What follows belongs to an exercise in optimizing a design on an open flow for small area, a short achievable clock period and few clock cycles; a production flow would make more cautious choices. Function was checked by simulation only, so behaviour that the tests miss may differ from the original. Power and IR drop assume default switching activity.

==> flow/design.v (excerpt) <==
module hyb_encoder (
    input  wire        clk,
    input  wire        rst,
    input  wire [19:0] cfg_knee0,        
    input  wire [19:0] cfg_knee1,        
    input  wire [19:0] cfg_knee2,        
    input  wire [2:0]  cfg_log2_s,       
    input  wire [25:0] cfg_period_ns,    
    input  wire [4:0]  cfg_width,        
    input  wire        cfg_dither_en,    
    input  wire        cfg_colour_rot,   
    input  wire [1:0]  cfg_fc,           
    input  wire        in_valid,
    output reg         in_ready,
    input  wire [19:0] in_p,
    input  wire [3:0]  in_trim,          
    input  wire [1:0]  in_colour,
    input  wire        in_x0,            
    input  wire        in_y0,            
    output reg         out_valid,
    output reg  [7:0]  out_a,
    output reg  [16:0] out_h,
    output reg  [9:0]  lad_addr,         
    input  wire [19:0] lad_rdata
);
    localparam [2:0] S_IDLE   = 3'd0,    
                     S_SEARCH = 3'd1,    
                     S_DEC    = 3'd2,    
                     S_FETCH  = 3'd3,    
                     S_WAIT   = 3'd4,    
                     S_ZERO   = 3'd5;    
    wire [2:0] k_req = (cfg_log2_s == 3'd7) ? 3'd6 : cfg_log2_s;
    reg  [2:0] k_use;
    integer jx;
    always @(*) begin
        k_use = 3'd0;
        for (jx = 1; jx <= 6; jx = jx + 1)
            if (jx <= k_req && {6'd0, cfg_period_ns} >= (32'd130208 << jx))
                k_use = jx[2:0];
    end
    reg [2:0] k_r;
    reg [4:0] width_r;
    reg [1:0] fc_r;
    reg       rot_r, dith_r;
    always @(posedge clk) begin
        k_r     <= k_use;
        width_r <= (cfg_width > 5'd16) ? 5'd16 : cfg_width;
        fc_r    <= cfg_fc;
        rot_r   <= cfg_colour_rot;
        dith_r  <= cfg_dither_en;
    end
    reg [2:0]  st;
    reg        fetch_r;       
    reg        fast_r;        
    reg [4:0]  s;             
    reg [19:0] p_r;
  ...
clock: 10.0 ns
lec_check: 0
cap_margin: 20
core_margin: 2
core_utilization: 40
slew_margin: 20
standard.sh (not shown) runs the stock make flow with config.mk's settings and CLKGATE_MAP_FILE= SYNTH_SCRIPT=/design/flow/synth_recipe.tcl, a recipe that flattens the netlist after the stock synthesis.
==> flow/flow/run.sh <==
#!/bin/bash
set -euo pipefail
export SETUP_SLACK_MARGIN=6.5
export BUFFER_PORTS_ARGS="-buffer_cell sky130_fd_sc_hd__buf_4"
bash standard.sh > flow_make.log 2>&1
Testbench counts at the start, summed over its fixed seeds: cycles 71,260.
Edit:
--- a/flow/design.v
+++ b/flow/design.v
@@ -36,36 +36,25 @@
         k_use = 3'd0;
         for (jx = 1; jx <= 6; jx = jx + 1)
             if (jx <= k_req && {6'd0, cfg_period_ns} >= (32'd130208 << jx))
                 k_use = jx[2:0];
     end
     reg [2:0] k_r;
-    reg [4:0] width_r;
-    reg [1:0] fc_r;
-    reg       rot_r, dith_r;
-    always @(posedge clk) begin
-        k_r     <= k_use;
-        width_r <= (cfg_width > 5'd16) ? 5'd16 : cfg_width;
-        fc_r    <= cfg_fc;
-        rot_r   <= cfg_colour_rot;
-        dith_r  <= cfg_dither_en;
-    end
+    always @(posedge clk) k_r <= k_use;
     reg [2:0]  st;
     reg        fetch_r;       
     reg        fast_r;        
     reg [4:0]  s;             
     reg [19:0] p_r;
     reg [17:0] k_r2;          
     reg [3:0]  trim_r;
     reg [1:0]  col_r;
-    reg        x0_r, y0_r;
     reg [7:0]  mp;            
     reg [7:0]  mk;            
     reg [19:0] lpa;           
     reg        lv;
-    reg [7:0]  a_r;
     reg        zero_r;
     reg [3:0]  d_r;           
     reg [19:0] kc_raw;
     always @(*) begin
         case (in_colour)
             2'd0:    kc_raw = cfg_knee0;
@@ -89,24 +78,25 @@
     wire [22:0] ks    = kx ^ ky ^ kz;
     wire [22:0] kcy   = {(kx[21:0] & ky[21:0]) | (kx[21:0] & kz[21:0]) | (ky[21:0] & kz[21:0]), 1'b0};
     wire [5:0]  klow  = {1'b0, ks[4:0]} + {1'b0, kcy[4:0]};
     wire [17:0] k_add = k_r2 + lpa[17:0] + {17'd0, lpa[18]};
     reg [1:0] m_dith;
     always @(*) begin
-        case ({y0_r, x0_r})
+        case ({in_y0, in_x0})
             2'b00:   m_dith = 2'd0;
             2'b01:   m_dith = 2'd2;
             2'b10:   m_dith = 2'd3;
             default: m_dith = 2'd1;
         endcase
     end
-    wire [1:0] cr    = rot_r ? col_r : 2'd0;
-    wire [1:0] phi   = dith_r ? (m_dith + fc_r + cr) : 2'd0;
-    wire [6:0] wphi  = width_r * phi;
-    wire [3:0] d_w   = wphi[5:2];                           
-    wire [1:0] c_w   = dith_r ? phi : 2'd2;                 
+    wire [4:0] width = (cfg_width > 5'd16) ? 5'd16 : cfg_width;
+    wire [1:0] cr    = cfg_colour_rot ? in_colour : 2'd0;
+    wire [1:0] phi   = cfg_dither_en ? (m_dith + cfg_fc + cr) : 2'd0;
+    wire [6:0] wphi  = width * phi;
+    wire [3:0] d_in  = wphi[5:2];                           
+    wire [1:0] c_in  = cfg_dither_en ? phi : 2'd2;          
     wire        s_p   = s[0];                     
     wire [4:0]  s_m1  = s - 5'd1;
     wire [2:0]  bidx  = 3'd7 - s_m1[3:1];         
     wire [7:0]  bit_b = 8'd1 << bidx;
     wire [7:0]  mask1 = ((8'd1 << bidx) - 8'd1) >> 1;       
     wire [7:0]  m_cur = s_p ? mp : mk;
@@ -205,14 +195,12 @@
                                 (st_n == S_SEARCH && s == 5'd15 && fast_n)));
         s <= s + 5'd1;
         if (st == S_SEARCH) begin
             if (s == 5'd0) begin
                 k_r2     <= ks[22:5];
                 lpa      <= {1'b0, klow[5], kcy[22:5]};
-                c_r      <= c_w;
-                d_r      <= d_w;
             end else begin
                 if (s == 5'd1)
                     k_r2 <= k_add;
                 if (s_p) begin
                     if (lt) mp <= m_lt;
                     else begin
@@ -220,39 +208,39 @@
                         lv  <= 1'b1;
                     end
                 end else begin
                     if (lt) mk <= m_lt;
                 end
                 if (s == 5'd16) begin
-                    a_r      <= lt ? a1 : a0;
+                    mp       <= lt ? a1 : a0;       
                 end
             end
         end
         if (st == S_FETCH)
             lpa <= lad_rdata;
         if (accept) begin
             s        <= 5'd0;
             p_r      <= in_p;
             zero_r   <= (in_p == 20'd0);
             k_r2     <= kc_in;
             trim_r   <= in_trim;
             col_r    <= in_colour;
-            x0_r     <= in_x0;
-            y0_r     <= in_y0;
+            d_r      <= d_in;
+            c_r      <= c_in;
             mp       <= 8'd0;
             mk       <= 8'd0;
             lv       <= 1'b0;
         end
         if (dv_busy)
             dv_q <= {dv_init ? 19'd0 : dv_q[18:0], qb};
         if (handoff) begin
             dv_cnt  <= zero_r ? 5'd2 : (5'd13 + {2'd0, k_r});
             dv_init <= 1'b1;
             dv_rem  <= p_r;
             dv_l    <= zero_r ? 20'hFFFFF : (st == S_FETCH) ? lad_rdata : lpa;
-            dv_a    <= zero_r ? 8'd0 : hand_f ? (lt ? a1 : a0) : a_r;
+            dv_a    <= zero_r ? 8'd0 : hand_f ? (lt ? a1 : a0) : mp;
             dv_c    <= c_r;
         end else if (dv_busy) begin
             dv_cnt  <= dv_cnt - 5'd1;
             dv_init <= 1'b0;
             dv_rem  <= qb ? sub[19:0] : {dv_rem[18:0], 1'b0};
         end
Cell count fell by 1.0%.
Critical path depth rose by 2.
Clock skew is lower by 0.020 ns.
Setup slack improves by 0.079 ns.
Total power came out lower by 6.9%.
Count of clock-buffer cells in the layout came out lower by 3.
Testbench counts after the change, summed over its fixed seeds: cycles 71,260.

static timing again, ports no longer ideal:
Ports are ideal in the flow. The routed layouts listed here were re-timed in OpenROAD.
Step 1: set_driving_cell puts a clkbuf_16 on clk and a buf_2 on each other input, an assumption about the parent block.
Step 2 also shifts input and output timing later by t, the mid clock arrival at the registers, as if the neighbouring blocks saw the same clock.
a / b / c = ideal ports / drivers / drivers and shift; a / b = the first two.
| run | shift t [ns] | setup slack, ns | worst hold slack (ns) | worst data-port slew with drivers (ns) |
|---|---|---|---|---|
| the first run | 0.631 | 6.000 / 6.019 / 5.388 | 0.419 / 0.419 / 0.419 | 0.27 |
| the second run | 0.605 | 6.080 / 6.089 / 5.485 | 0.415 / 0.415 / 0.415 | 0.09 |
After both steps setup and hold are still met in every run listed. The setup slack of the first run, which loses most, moves by +0.019 ns with the drivers and by -0.612 ns with both steps.
